This is an optimization exercise on Yosys and OpenROAD, whose aim is small area, a short achievable clock period and few clock cycles per item, not a production implementation. Only simulation tests tie the RTL to the original design; equivalence was not proved.

## design/flow/flow/run.sh

```bash
#!/bin/bash
# The standard layout, with ORFS's timing repair asked to keep more setup
# slack than the default, so that it sizes and buffers the critical paths.
set -euo pipefail
bash standard.sh finish SETUP_SLACK_MARGIN=21 > flow_make.log 2>&1
```

## design/flow/standard.sh

```bash
#!/bin/bash
# synth_recipe.tcl (not shown) runs the flow's synth.tcl, then flattens the netlist and writes it again
# the make line also repeats each setting of config.mk as NAME=value (left out here)
make -C /OpenROAD-flow-scripts/flow DESIGN_CONFIG=/design/flow/config.mk WORK_HOME=/design/flow/orfs CLKGATE_MAP_FILE= SYNTH_SCRIPT=/design/flow/synth_recipe.tcl "${@:-finish}"
```

## design/flow/config.mk

```make
export PLATFORM = sky130hd
export DESIGN_NAME = mxfp4_dot_lane
export DESIGN_NICKNAME = mxfp4_dot_lane
export VERILOG_FILES = /design/flow/design.v
export SDC_FILE = /design/flow/constraint.sdc
export NUM_CORES = 4
export LEC_CHECK = 0
export ABC_AREA = 1
export CAP_MARGIN = 20
export CORE_MARGIN = 2
export CORE_UTILIZATION = 45
export SLEW_MARGIN = 20
```

## design/flow/constraint.sdc

```tcl
create_clock -name core_clock -period 36.0 [get_ports {clk}]
set_input_delay 7.2000 -clock core_clock [delete_from_list [all_inputs] [get_ports {clk}]]
set_output_delay 7.2000 -clock core_clock [all_outputs]
set_load 0.01 [all_outputs]
```

## design/flow/design.v

```verilog
module mx_group_sum (
    input  wire [127:0] w,
    input  wire [127:0] a,
    output wire [87:0]  g4
);
    function automatic [7:0] pmag(input [2:0] x, input [2:0] y);
        reg [1:0] mx, my;
        reg [3:0] mp;
        reg [2:0] sh;
        begin
            mx = {x[2] | x[1], x[0]};
            my = {y[2] | y[1], y[0]};
            mp[0] = mx[0] & my[0];
            mp[1] = (mx[1] & my[0]) ^ (mx[0] & my[1]);
            mp[2] = mx[1] & my[1] & ~(mx[0] & my[0]);
            mp[3] = mx[1] & my[1] & mx[0] & my[0];
            case ({x[2:1], y[2:1]})
                4'b1010:                   sh = 3'd2;
                4'b1011, 4'b1110:          sh = 3'd3;
                4'b1111:                   sh = 3'd4;
                4'b1000, 4'b1001, 4'b0010, 4'b0110: sh = 3'd1;
                4'b1100, 4'b1101, 4'b0011, 4'b0111: sh = 3'd2;
                default:                   sh = 3'd0;
            endcase
            case (sh)
                3'd0:    pmag = {4'd0, mp};
                3'd1:    pmag = {3'd0, mp, 1'b0};
                3'd2:    pmag = {2'd0, mp, 2'b0};
                3'd3:    pmag = {1'd0, mp, 3'b0};
                default: pmag = {mp, 4'b0};
            endcase
        end
    endfunction
    function automatic [10:0] rip11(input [10:0] x, input [10:0] y);
        reg c;
        integer b;
        begin
            c = 1'b0;
            for (b = 0; b < 11; b = b + 1) begin
                rip11[b] = x[b] ^ y[b] ^ c;
                c = (x[b] & y[b]) | (x[b] & c) | (y[b] & c);
            end
        end
    endfunction
    genvar gi, k;
    generate
        for (gi = 0; gi < 8; gi = gi + 1) begin : g_sum4
            wire [8:0] u [0:3];
            wire [3:0] sg;
            for (k = 0; k < 4; k = k + 1) begin : g_prod
                wire [7:0] m = pmag(w[16*gi + 4*k +: 3], a[16*gi + 4*k +: 3]);
                assign sg[k] = w[16*gi + 4*k + 3] ^ a[16*gi + 4*k + 3];
                assign u[k] = {~sg[k], m ^ {8{sg[k]}}};
            end
            wire [2:0]  cnt = {1'b0, sg[0] ^ sg[1]} + {1'b0, sg[2] ^ sg[3]} + {1'b0, sg[0] & sg[1], 1'b0} + {sg[2] & sg[3], 1'b0};
            wire [10:0] r0 = {2'b00, u[0]}, r1 = {2'b00, u[1]}, r2 = {2'b00, u[2]}, r3 = {2'b00, u[3]}, r4 = {8'd0, cnt};
            wire [10:0] s1 = r0 ^ r1 ^ r2;
            wire [10:0] c1 = {(r0[9:0] & r1[9:0]) | (r0[9:0] & r2[9:0]) | (r1[9:0] & r2[9:0]), 1'b0};
            wire [10:0] s2 = s1 ^ c1 ^ r3;
            wire [10:0] c2 = {(s1[9:0] & c1[9:0]) | (s1[9:0] & r3[9:0]) | (c1[9:0] & r3[9:0]), 1'b0};
            wire [10:0] s3 = s2 ^ c2 ^ r4;
            wire [10:0] c3 = {(s2[9:0] & c2[9:0]) | (s2[9:0] & r4[9:0]) | (c2[9:0] & r4[9:0]), 1'b0};
            wire [10:0] su = rip11(s3, c3);
            assign g4[11*gi +: 11] = {~su[10], su[9:0]};
        end
    endgenerate
endmodule
module mx_fp_norm (
    input  wire signed [31:0] n,
    input  wire [8:0]         lraw,    
    output wire               b_s,
    output wire [31:0]        b_m,
    output wire               b_st,
    output wire signed [10:0] b_e,     
    output wire signed [10:0] b_q,     
    output wire [5:0]         b_tz     
);
    wire [31:0] mag = n[31] ? (~n + 32'd1) : n;
    reg  [5:0] lz, tz;
    integer i;
    always @* begin
        lz = 6'd32;
        for (i = 0; i < 32; i = i + 1)
            if (mag[i]) lz = 6'd31 - i[5:0];
        tz = 6'd32;
        for (i = 31; i >= 0; i = i - 1)
            if (mag[i]) tz = i[5:0];
    end
    wire        zero = (mag == 32'd0);
    wire signed [10:0] e_n  = $signed({2'b00, lraw}) - 11'sd239 - $signed({5'd0, lz});
    wire signed [10:0] a_lo = $signed({2'b00, lraw}) - 11'sd113;    
    wire        low  = (a_lo < $signed({5'd0, lz}));
    wire signed [10:0] amt = low ? a_lo : $signed({5'd0, lz});
    wire signed [10:0] k_s = 11'sd32 - amt;
    wire [6:0]  k    = (k_s > 11'sd64) ? 7'd64 : k_s[6:0];
    wire [63:0] sh   = {mag, 32'd0} >> k;
    wire signed [10:0] namt = -amt;
    assign b_s  = n[31];
    assign b_m  = sh[31:0];
    assign b_st = !zero && amt[10] && ($signed({5'd0, tz}) < namt);
    assign b_e  = (low || zero) ? -11'sd126 : e_n;
    assign b_q  = b_e + 11'sd127;
    wire signed [10:0] tzb = $signed({5'd0, tz}) + amt + 11'sd3;
    assign b_tz = b_st ? 6'd0 : (zero || b_m == 32'd0) ? 6'd63 : tzb[5:0];
endmodule
module mx_fp_add (
    input  wire [31:0]        entry,
    input  wire               b_s,
    input  wire [31:0]        b_m,
    input  wire               b_st,
    input  wire signed [10:0] b_e,
    input  wire signed [10:0] b_q,     
    input  wire [5:0]         b_tz,    
    output reg  [31:0]        result
);
    wire        a_s    = entry[31];
    wire [7:0]  a_f    = entry[30:23];
    wire        a_sub  = (a_f == 8'd0);
    wire        a_nan  = (a_f == 8'hFF) && (entry[22:0] != 0);
    wire        a_inf  = (a_f == 8'hFF) && (entry[22:0] == 0);
    wire [35:0] a_x    = {1'b0, ~a_sub, entry[22:0], 11'd0};    
    wire [35:0] b_x    = {1'b0, b_m, 2'b00, b_st};
    wire signed [10:0] a_e = a_sub ? -11'sd126 : ($signed({3'd0, a_f}) - 11'sd127);
    wire        sub    = a_s ^ b_s;
    wire [7:0]  a_fq   = a_sub ? 8'd1 : a_f;
    wire signed [10:0] dab = $signed({3'd0, a_fq}) - b_q;
    wire signed [10:0] dba = b_q - $signed({3'd0, a_fq});
    reg  [5:0]  a_tz;
    integer j;
    always @* begin
        a_tz = 6'd63;
        for (j = 34; j >= 3; j = j - 1)
            if (a_x[j]) a_tz = j[5:0];
    end
    wire        a_ge   = ~dab[10];
    wire        close  = sub && (dab == 11'sd0 || dab == 11'sd1 || dab == -11'sd1);
    wire        ab_far = |dab[9:6];      
    wire        ba_far = |dba[9:6];
    wire [35:0] bsh = ab_far ? 36'd0 : (b_x >> dab[5:0]);
    wire [35:0] ash = ba_far ? 36'd0 : (a_x >> dba[5:0]);
    wire        b_stk = ab_far ? (b_tz != 6'd63) : (b_tz < dab[5:0]);
    wire        a_stk = ba_far ? (a_tz != 6'd63) : (a_tz < dba[5:0]);
    wire [35:0] b_al = {bsh[35:1], bsh[0] | b_stk};
    wire [35:0] a_al = {ash[35:1], ash[0] | a_stk};
    wire [35:0] fx  = a_ge ? a_x : b_x;
    wire [35:0] fy  = a_ge ? b_al : a_al;
    wire [35:0] fs  = sub ? (fx - fy) : (fx + fy);
    wire signed [10:0] fe = a_ge ? a_e : b_e;
    wire        f_sg = a_ge ? a_s : b_s;
    wire signed [10:0] flim = fe + 11'sd127;
    wire [1:0]  flz = fs[35] ? 2'd0 : fs[34] ? 2'd1 : 2'd2;
    wire [1:0]  fsh = ($signed({9'd0, flz}) > flim) ? flim[1:0] : flz;
    wire [35:0] fn  = (fsh == 2'd0) ? fs : (fsh == 2'd1) ? {fs[34:0], 1'b0} : {fs[33:0], 2'b00};
    wire [35:0] ca  = (dab == -11'sd1) ? {1'b0, a_x[35:1]} : a_x;
    wire [35:0] cb  = (dab ==  11'sd1) ? {1'b0, b_x[35:2], b_x[1] | b_x[0]} : b_x;
    wire [36:0] d1  = {1'b0, ca} - {1'b0, cb};
    wire [35:0] d2  = cb - ca;
    wire        use_a = (dab == 11'sd1) || ((dab == 11'sd0) && !d1[36]);
    wire [35:0] cd  = use_a ? d1[35:0] : d2;
    wire        c_sg = use_a ? a_s : b_s;
    wire signed [10:0] ce = a_ge ? a_e : b_e;
    reg  [5:0]  clz;
    integer i;
    always @* begin
        clz = 6'd36;
        for (i = 0; i < 36; i = i + 1)
            if (cd[i]) clz = 6'd35 - i[5:0];
    end
    wire signed [10:0] clim = ce + 11'sd127;
    wire [5:0]  csh = ($signed({5'd0, clz}) > clim) ? clim[5:0] : clz;
    wire [35:0] cn  = cd << csh;
    wire [35:0] nm   = close ? cn : fn;
    wire [5:0]  sh   = close ? csh : {4'd0, fsh};
    wire signed [10:0] xe = close ? ce : fe;
    wire        x_s  = close ? c_sg : f_sg;
    wire [23:0] mant = nm[35:12];
    wire        rb   = nm[11];
    wire        st   = |nm[10:0];
    wire        inc  = rb & (st | mant[0]);
    wire [24:0] mr   = {1'b0, mant} + {24'd0, inc};
    wire signed [11:0] eb = nm[35] ? ($signed({xe[10], xe}) + 12'sd127 - $signed({6'd0, sh})) : 12'sd0;
    wire signed [11:0] ef = eb + $signed({10'd0, mr[24:23]});
    wire        ovf  = (ef >= 12'sd255);
    wire        zero = (nm == 36'd0);
    always @* begin
        if (a_nan)
            result = 32'h7FC0_0000;
        else if (a_inf)
            result = entry;
        else if (zero)
            result = 32'h0000_0000;
        else if (ovf)
            result = {x_s, 8'hFF, 23'd0};
        else
            result = {x_s, ef[7:0], mr[22:0]};
    end
endmodule
module mxfp4_dot_lane (
    input  wire         clk,
    input  wire         rst,         
    input  wire         in_valid,
    output wire         in_ready,
    input  wire         in_first,    
    input  wire         in_last,     
    input  wire [127:0] in_w,        
    input  wire [127:0] in_a,        
    input  wire [7:0]   in_wscale,   
    input  wire [7:0]   in_ascale,   
    input  wire         in_acc,      
    input  wire [31:0]  in_entry,    
    input  wire [2:0]   in_pint,     
    input  wire [1:0]   in_group,    
    output reg          out_valid,
    output reg  [31:0]  out_result
);
    localparam [2:0] S_RUN = 3'd0, S_F1 = 3'd1, S_F2 = 3'd2, S_SA = 3'd3, S_SB = 3'd4;
    wire [87:0] g4_in;
    mx_group_sum u_gsum (.w(in_w), .a(in_a), .g4(g4_in));
    wire [8:0]  sraw_in = {1'b0, in_wscale} + {1'b0, in_ascale};
    wire        nan_in  = (&in_wscale) | (&in_ascale);
    reg         rdy;
    assign in_ready = rdy;
    wire        take = in_valid & rdy;
    reg         cfg_acc;
    reg [31:0]  cfg_entry;
    reg [2:0]   cfg_pint;
    reg [1:0]   cfg_group;
    reg [3:0]   ib_cnt;      
    reg         had_prom;    
    wire [2:0]  pint_e = in_first ? in_pint : cfg_pint;
    reg  [3:0]  pm1;
    always @* begin
        case (pint_e)
            3'd0:    pm1 = 4'd0;
            3'd1:    pm1 = 4'd1;
            3'd2:    pm1 = 4'd3;
            3'd3:    pm1 = 4'd7;
            default: pm1 = 4'd15;
        endcase
    end
    wire [3:0]  cnt_e   = in_first ? 4'd0 : ib_cnt;
    wire        at_pt   = (cnt_e == pm1);
    wire        hadp_e  = in_first ? 1'b0 : had_prom;
    always @(posedge clk) begin
        if (take) begin
            if (in_first) begin
                cfg_acc   <= in_acc;
                cfg_entry <= in_entry;
                cfg_pint  <= in_pint;
                cfg_group <= in_group;
            end
            ib_cnt   <= at_pt ? 4'd0 : (cnt_e + 4'd1);
            had_prom <= hadp_e | at_pt;
        end
    end
    reg         g_v;
    reg [87:0]  g_g4;
    reg [8:0]   g_sraw;
    reg         g_nan, g_first, g_last, g_pdue;
    always @(posedge clk) begin
        if (rdy) begin
            g_g4   <= g4_in;
            g_sraw <= sraw_in;
            g_nan  <= nan_in;
            g_first <= in_first;
            g_last <= in_last;
            g_pdue <= in_last | at_pt;
        end
    end
    reg [2:0]          st;
    reg signed [31:0]  n;
    reg [8:0]          lraw;         
    reg                run_start;    
    reg                first_pend;   
    reg                nan_acc;
    reg signed [14:0]  sd_q;         
    reg signed [14:0]  sd_t;         
    reg [5:0]          sd_dsh;
    reg [8:0]          sd_sx;
    reg                sd_pd, sd_last;
    reg [2:0]          sj;
    reg                rq_v, rq_first, rq_last, rq_nan;
    wire signed [14:0] p [0:7];
    genvar gi;
    generate
        for (gi = 0; gi < 8; gi = gi + 1) begin : g_pre
            if (gi == 0) begin : g0
                assign p[0] = {{4{g_g4[10]}}, g_g4[10:0]};
            end else begin : gn
                assign p[gi] = p[gi-1] + {{4{g_g4[11*gi+10]}}, g_g4[11*gi +: 11]};
            end
        end
    endgenerate
    reg [7:0] gmask;
    reg [2:0] last_j;
    always @* begin
        case (cfg_group)
            2'd0:    begin gmask = 8'hFF; last_j = 3'd7; end
            2'd1:    begin gmask = 8'hAA; last_j = 3'd3; end
            default: begin gmask = 8'h88; last_j = 3'd1; end
        endcase
    end
    wire m_run = (st == S_RUN);
    wire m_f1  = (st == S_F1);
    wire m_sb  = (st == S_SB);
    wire rs_e = m_run ? (g_first | run_start) : run_start;
    wire signed [10:0] d_calc = $signed({2'b00, g_sraw}) - $signed({2'b00, lraw}) + 11'sd14;
    wire signed [10:0] d_e = rs_e ? 11'sd14 : d_calc;
    wire [5:0] dsh_c = d_e[10] ? 6'd0 : ((d_e > 11'sd32) ? 6'd32 : d_e[5:0]);
    wire [5:0] dsh   = m_f1 ? sd_dsh : dsh_c;
    wire signed [31:0] n_eff = rs_e ? 32'sd0 : n;
    wire [31:0] hi_room = {n_eff[31], ~n_eff[30:0]};    
    wire [31:0] lo_room = {~n_eff[31], n_eff[30:0]};    
    wire [31:0] hi_gap  = hi_room >> dsh;
    wire [31:0] lo_gap  = lo_room >> dsh;
    wire [14:0] hg = (|hi_gap[31:15]) ? 15'h7FFF : hi_gap[14:0];
    wire [14:0] lg = (|lo_gap[31:15]) ? 15'h7FFF : lo_gap[14:0];
    function automatic gt15(input [14:0] x, input [14:0] y);
        reg g, e;
        integer b;
        begin
            g = 1'b0;
            e = 1'b1;
            for (b = 14; b >= 0; b = b - 1) begin
                g = g | (e & x[b] & ~y[b]);
                e = e & ~(x[b] ^ y[b]);
            end
            gt15 = g;
        end
    endfunction
    reg  [7:0] ovf;
    reg  signed [14:0] qv;
    integer i;
    always @* begin
        for (i = 0; i < 8; i = i + 1) begin
            qv = m_sb ? ((i == 0) ? sd_q : 15'sd0) : p[i];
            ovf[i] = (m_sb ? (i == 0) : gmask[i]) &&
                     (qv[14] ? ~gt15(lg, ~qv) : gt15(qv, hg));
        end
    end
    wire any_ovf = |ovf;
    wire signed [14:0] q_last = (m_sb | m_f1) ? sd_q : p[7];
    wire signed [31:0] q_sh   = $signed({{17{q_last[14]}}, q_last}) <<< dsh;
    wire signed [31:0] n_new  = n_eff + q_sh;
    reg signed [14:0] q_prev;
    reg               seen;
    always @* begin
        q_prev = 15'sd0;
        seen   = 1'b0;
        for (i = 0; i < 8; i = i + 1) begin
            if (ovf[i] && !seen) begin
                seen = 1'b1;
                case (cfg_group)
                    2'd0:    q_prev = (i >= 1) ? p[(i >= 1) ? i - 1 : 0] : 15'sd0;
                    2'd1:    q_prev = (i >= 2) ? p[(i >= 2) ? i - 2 : 0] : 15'sd0;
                    default: q_prev = (i >= 4) ? p[(i >= 4) ? i - 4 : 0] : 15'sd0;
                endcase
            end
        end
    end
    reg signed [14:0] v_hi, v_lo;
    always @* begin
        case (cfg_group)
            2'd0:    begin v_hi = p[sj];            v_lo = (sj == 0) ? 15'sd0 : p[sj - 3'd1]; end
            2'd1:    begin v_hi = p[{sj[1:0], 1'b1}]; v_lo = (sj == 0) ? 15'sd0 : p[{sj[1:0], 1'b0} - 3'd1]; end
            default: begin v_hi = p[{sj[0], 2'b11}];  v_lo = (sj == 0) ? 15'sd0 : p[3]; end
        endcase
    end
    wire signed [14:0] v_j   = v_hi - v_lo;
    wire [14:0]        v_mag = v_j[14] ? (~v_j + 15'd1) : v_j;
    wire signed [11:0] nd    = -$signed({d_e[10], d_e});
    wire [3:0]         tk    = (nd > 12'sd15) ? 4'd15 : nd[3:0];
    wire [14:0]        t_mag = v_mag >> tk;
    wire signed [14:0] v_c   = d_e[10] ? (v_j[14] ? -$signed(t_mag) : $signed(t_mag)) : v_j;
    wire signed [14:0] r_rem = sd_t - sd_q;
    wire fp_e  = g_first | first_pend;
    wire nan_e = g_nan | (~g_first & nan_acc);
    wire go_ser = ~rs_e & d_calc[10];
    reg [2:0] st_nx;
    reg       g_take;    
    always @* begin
        st_nx  = st;
        g_take = 1'b0;
        case (st)
            S_RUN: if (g_v) begin
                if (go_ser)       st_nx = S_SA;
                else begin
                    g_take = 1'b1;
                    if (any_ovf)  st_nx = S_F1;
                end
            end
            S_F1: st_nx = S_F2;
            S_F2: st_nx = S_RUN;
            S_SA: st_nx = S_SB;
            default: begin  
                if (any_ovf)            st_nx = S_SA;
                else if (sj == last_j) begin st_nx = S_RUN; g_take = 1'b1; end
                else                    st_nx = S_SA;
            end
        endcase
    end
    wire        x_rs   = in_first | (g_v ? g_pdue : run_start);
    wire [8:0]  l_aft  = (g_v & (g_first | run_start)) ? g_sraw : lraw;
    wire        x_low  = ({1'b0, sraw_in} + 10'd14) < {1'b0, l_aft};
    wire        x_hold = take & ((in_last & ~hadp_e) | (~x_rs & x_low));
    always @(posedge clk) begin
        if (rst) begin
            st        <= S_RUN;
            g_v       <= 1'b0;
            rdy       <= 1'b1;
            rq_v      <= 1'b0;
        end else begin
            st  <= st_nx;
            if (rdy)         g_v <= in_valid;
            else if (g_take) g_v <= 1'b0;
            if (st_nx != S_RUN)      rdy <= 1'b0;
            else if (st != S_RUN)    rdy <= ~(g_v & ~g_take);
            else                     rdy <= ~x_hold;
            rq_v <= 1'b0;
            case (st)
                S_RUN: if (g_v && !go_ser) begin
                    nan_acc <= nan_e;
                    if (any_ovf) begin
                        first_pend <= fp_e;
                        sd_q    <= q_prev;
                        sd_t    <= p[7];
                        sd_dsh  <= dsh_c;
                        sd_sx   <= g_sraw;
                        sd_pd   <= g_pdue;
                        sd_last <= g_last;
                    end else begin
                        n <= n_new;
                        if (rs_e) lraw <= g_sraw;
                        run_start <= g_pdue;
                        first_pend <= fp_e & ~g_pdue;
                        rq_v     <= g_pdue;
                        rq_first <= fp_e;
                        rq_last  <= g_last;
                        rq_nan   <= nan_e;
                    end
                end else if (g_v) begin
                    sj <= 3'd0;
                end
                S_F1: begin
                    n          <= n_new;
                    rq_v       <= 1'b1;
                    rq_first   <= first_pend;
                    rq_last    <= 1'b0;
                    first_pend <= 1'b0;
                end
                S_F2: begin
                    n         <= {{3{r_rem[14]}}, r_rem, 14'd0};
                    lraw      <= sd_sx;
                    run_start <= sd_pd;
                    rq_v      <= sd_pd;
                    rq_first  <= 1'b0;
                    rq_last   <= sd_last;
                    rq_nan    <= nan_acc;
                end
                S_SA: begin
                    sd_q <= v_c;
                end
                default: begin  
                    if (any_ovf) begin
                        rq_v       <= 1'b1;
                        rq_first   <= first_pend;
                        rq_last    <= 1'b0;
                        first_pend <= 1'b0;
                        run_start  <= 1'b1;
                    end else begin
                        n <= n_new;
                        if (run_start) lraw <= g_sraw;
                        run_start <= 1'b0;
                        if (sj == last_j) begin
                            run_start  <= g_pdue;
                            nan_acc    <= nan_e;
                            rq_v       <= g_pdue;
                            rq_first   <= first_pend;
                            rq_last    <= g_last;
                            rq_nan     <= nan_e;
                            if (g_pdue) first_pend <= 1'b0;
                        end else begin
                            sj <= sj + 3'd1;
                        end
                    end
                end
            endcase
        end
    end
    wire               nb_s, nb_st;
    wire [31:0]        nb_m;
    wire signed [10:0] nb_e, nb_q;
    wire [5:0]         nb_tz;
    mx_fp_norm u_norm (.n(n), .lraw(lraw), .b_s(nb_s), .b_m(nb_m), .b_st(nb_st), .b_e(nb_e),
                       .b_q(nb_q), .b_tz(nb_tz));
    reg                p_v, p_last, p_nan, p_s, p_st;
    reg [31:0]         p_m;
    reg signed [10:0]  p_e, p_q;
    reg [5:0]          p_tz;
    always @(posedge clk) begin
        p_v    <= rq_v & ~rst;
        p_last <= rq_last;
        p_nan  <= rq_nan;
        p_s    <= nb_s;
        p_m    <= nb_m;
        p_st   <= nb_st;
        p_e    <= nb_e;
        p_q    <= nb_q;
        p_tz   <= nb_tz;
    end
    reg  [31:0] entry;
    wire [31:0] sum;
    mx_fp_add u_add (.entry(entry), .b_s(p_s), .b_m(p_m), .b_st(p_st), .b_e(p_e), .b_q(p_q), .b_tz(p_tz),
                    .result(sum));
    always @(posedge clk) begin
        if (rq_v && rq_first)
            entry <= cfg_acc ? cfg_entry : 32'd0;
        else if (p_v)
            entry <= sum;
        out_valid  <= p_v & p_last & ~rst;
        out_result <= p_nan ? 32'h7FC0_0000 : sum;
    end
endmodule
```

==> metrics.csv <==
stage,metric,value,unit
worst_setup_path,arrival,14.86,ns
floorplanning,ios,349,
finish,num-nets-final,13142,
worst_setup_path,r2r_start,g_g4[0]$_DFFE_PP_,
timing,fin_ws,21.56,ns
placement,dp_cells,14140,
grt,gr-total-overflow,0,
timing,finalHoldViolations,0,
synthesis,ys_warn_count,4,
finish,fill_cells,16906,
placement,portBuffers,348,
floorplanning,die_x,407,µm
synthesis,async_flop_share,0,%
timing,tightest_slew,1.23,ns
worst_setup_path,rrSetupSlack,21.56,ns
detailed_routing,viasPerCell,5.80,
clock_network,clk_latency,0.67,ns
finish,fin_cells,14286,
worst_setup_path,cpPeakStageDelay,1.14,ns
finish,regArea,0.0103,mm²
floorplanning,coreArea,0.161,mm²
min_path,hp-start,rq_last$_DFFE_PP_,
synthesis,syn_inst,11903,
grt,grt_util_all_layers,36.2,%
grt,grt_pass1_wl,463000,µm
timing,whs,0.342,ns
clock_network,cts_sinks,377,
finish,multi_input_area,0.0545,mm²
placement,placed_area,0.0784,mm²
detailed_routing,drtAntennaViolNets,0,
synthesis,syn_area,0.0729,mm²
worst_setup_path,crit_slowest_cell,fa_1,
synthesis,synth.most_common_cell,nand2_1,
finish,design_area,0.0814,mm²
clock_network,cts_buffer_depth,3,
clock_network,cts_buffers,49,
timing,fmax,69.3,MHz
grt,grt_max_degree,74,
clock_network,htreeDepth,2,
synthesis,synth_seq_cells,377,
grt,antenna_found_initial,11,
synthesis,synth_top_cell_by_area,nand2_1,
detailed_routing,firstDrtPassIters,9,
timing,min_period_over_period,40.1,%
clock_network,cts_hold_buf,0,
detailed_routing,drt-total-wl,313000,µm
worst_setup_path,r2r.worst_path.cells,50,
clock_network,clk_pin_slew,0.07,ns
timing,rsz0062_at_grt,yes,
worst_setup_path,cp.required,36.42,ns
timing,final.setup.tns,0,ns
placement,place_hpwl,253000,µm
floorplanning,die_h,407,µm
synthesis,avgSynthCellArea,6.13,µm²
clock_network,cts-root-buf,clkbuf_16,
worst_setup_path,r2r_end,sd_q[10]$_DFFE_PP_,
min_path,hold_class,reg -> reg,
placement,place_ws,19.06,ns
floorplanning,dieArea,0.165,mm²
timing,setup_viol,0,
clock_network,cts_tree,built,
worst_setup_path,critPathLaunch,g_g4[0]$_DFFE_PP_,
detailed_routing,wire_per_inst,21.9,µm
worst_setup_path,critPathMaxFanout,8,
worst_setup_path,path_class,reg -> reg,
finish,areaGrowthSynthToFinish,11.6,%
synthesis,yosys.cell_types.count,85,
synthesis,ys_top_cells_by_area,"nand2_1, edfxtp_1, inv_1, ha_1, o21ai_0",
timing,slew_headroom,16.7,%
worst_setup_path,cp-endpoint,sd_q[10]$_DFFE_PP_,
timing,finalMaxSlewViolations,0,
placement,routabilityCongestion,1.10,
flow_run,max_cap_viol_count,0,
synthesis,synth_edf_count,273,
detailed_routing,dr.first_iter.drc_count,9397,
timing,final.min_clock_period,14.44,ns
finish,drive_above_1_share,4.99,%
timing,skew,0.0213,ns
floorplanning,fp-row-count,147,
worst_setup_path,worst_setup_path_start_kind,flip-flop,
floorplanning,initial_core_util,45.4,%
detailed_routing,drc,0,
grt,first_global_vias,76903,
detailed_routing,num_vias,82891,
synthesis,ys_seq_area_share,14.1,%
worst_setup_path,crit_path_end_kind,flip-flop,
synthesis,synth_ff_type,edfxtp_1,
status,status,"complete, no violations",
synthesis,syn_nets,12963,
synthesis,synth_common_cells,"nand2_1, inv_1, nor2_1",
synthesis,synth_top_area_share,14.8,%
worst max-delay path, delay by kind of cell (launching register included):
| family | cells | cell delay, ns |
|---|---|---|
| buffers and inverters | 5 | 0.57 |
| AOI/OAI and AO/OA | 19 | 4.51 |
| adders and majority gates | 10 | 6.36 |
| DFF | 1 | 0.41 |
| xor gates and xnor gates | 3 | 0.86 |
| and+or+nand+nor | 13 | 1.48 |
through the flow:
stage / util, %
after detailed placement: 48.8
final: 50.6
after global placement: 48.7
after global routing: 50.6
after CTS: 49.9
after floorplan: -
cell usage in the layout, fill, tap and decap left out, types with 24 or more instances in the layout:
cell type	count
o21ai_0	1056
nand2_2	46
clkbuf_16	52
ha_1	478
nand4_1	66
o211ai_1	63
nor3_1	182
o22ai_1	228
nor2_1	1235
xor2_1	439
a22oi_1	25
a21oi_1	549
o21ai_2	27
buf_4	118
o21ai_1	81
edfxtp_1	273
or2_2	105
nor4_1	53
a211oi_1	31
inv_1	1952
o21a_1	40
a31oi_1	59
xnor2_1	137
mux2i_1	88
o2111ai_1	37
o221ai_1	102
nand3_1	468
clkdlybuf4s50_1	348
nand2_1	2827
fa_1	249
nand3b_1	31
clkinv_1	36
nand2_4	24
inv_2	33
o31ai_1	27
dfxtp_1	103
a221oi_1	61
flip-flops by register name, indices dropped and copies added, names as in the netlist, 6 cells and up:
register,count
sd_t,15
p_e,11
sd_dsh,6
g_sraw,9
cfg_entry,32
p_tz,6
p_m,32
n,32
sd_q,15
entry,32
g_g4,88
lraw,9
p_q,11
sd_sx,9
out_result,32
area by class of cell:
cell class              instances  area share [%]
inverters                    2032            9.44
repair inverters                3          0.0184
clock inverters                29           0.313
flip-flops and latches        377            12.6
well taps                    2160            3.32
repair buffers                484            5.76
clock buffers                  63            1.62
diodes                          3         0.00922
multi-input cells            9135            66.9
cell families (layout without fill, tap and decap cells):
logic type | count (synthesis) | in the layout | synth area share, %
mux | 88 | 88 | 1.21
other cells | 0 | 3 | 0
xor+xnor | 591 | 591 | 7.17
buf+inv | 2398 | 2611 | 12.6
simple gates | 5128 | 5135 | 28.9
flops | 377 | 377 | 14.1
fa+ha+maj | 757 | 757 | 15.5
compound gates | 2564 | 2564 | 20.5
metal layers:
| metal | vias up | global-route usage (%) | share of wire [%] |
|---|---|---|---|
| li1 | 39330 | - | - |
| met1 | 38579 | 48.1 | 42 |
| met2 | 4104 | 57.1 | 44 |
| met3 | 864 | 7.10 | 9.8 |
| met4 | 14 | 15.2 | 5.1 |
| met5 | - | 0 | 0.033 |
repair_timing:
action	in CTS	in global routing
hold endpoints to repair	0	0
resized for setup	53	225
cloned	5	8
endpoints found under the setup margin	66	131
pin swaps	4	13
buffers inserted	8	30
worst min-delay path by stage:
| stage | cells after the start | end | slack (ns) |
|---|---|---|---|
| 6_report | 0 | p_last$_DFF_P_ | 0.34 |
| 5_1_grt | 0 | p_last$_DFF_P_ | 0.35 |
| 4_1_cts | 0 | p_last$_DFF_P_ | 0.34 |
| 3_5_place_dp | 0 | p_last$_DFF_P_ | 0.33 |
| 3_3_place_gp | 0 | p_last$_DFF_P_ | 0.33 |
| 2_1_floorplan | 0 | p_last$_DFF_P_ | 0.32 |
Testbench counts, summed over its fixed seeds: cycles 21,537, items 1,280.

## what the ideal ports hide
In the flow no input, the clock included, has a driving cell. The finished layout below was timed again as built, in two steps. Step 1 assumes that a clkbuf_16 drives the clock port and a buf_2 every other input. Step 2, shift: input delay + t, output delay - t, t = (earliest + latest rising clock arrival at the registers) / 2. This alone moves slack from input paths to output paths. Three values: ideal ports, drivers, drivers and shift; two values: the first two.
shift t [ns]: 0.750
slack for setup (ns): 21.562 / 21.562 / 21.562
slew at the worst register clock pin (ns): 0.07 / 0.07
After both steps this run still meets setup and hold. For this run, drivers alone change the setup slack by 0.000 ns; drivers and shift together by 0.000 ns.
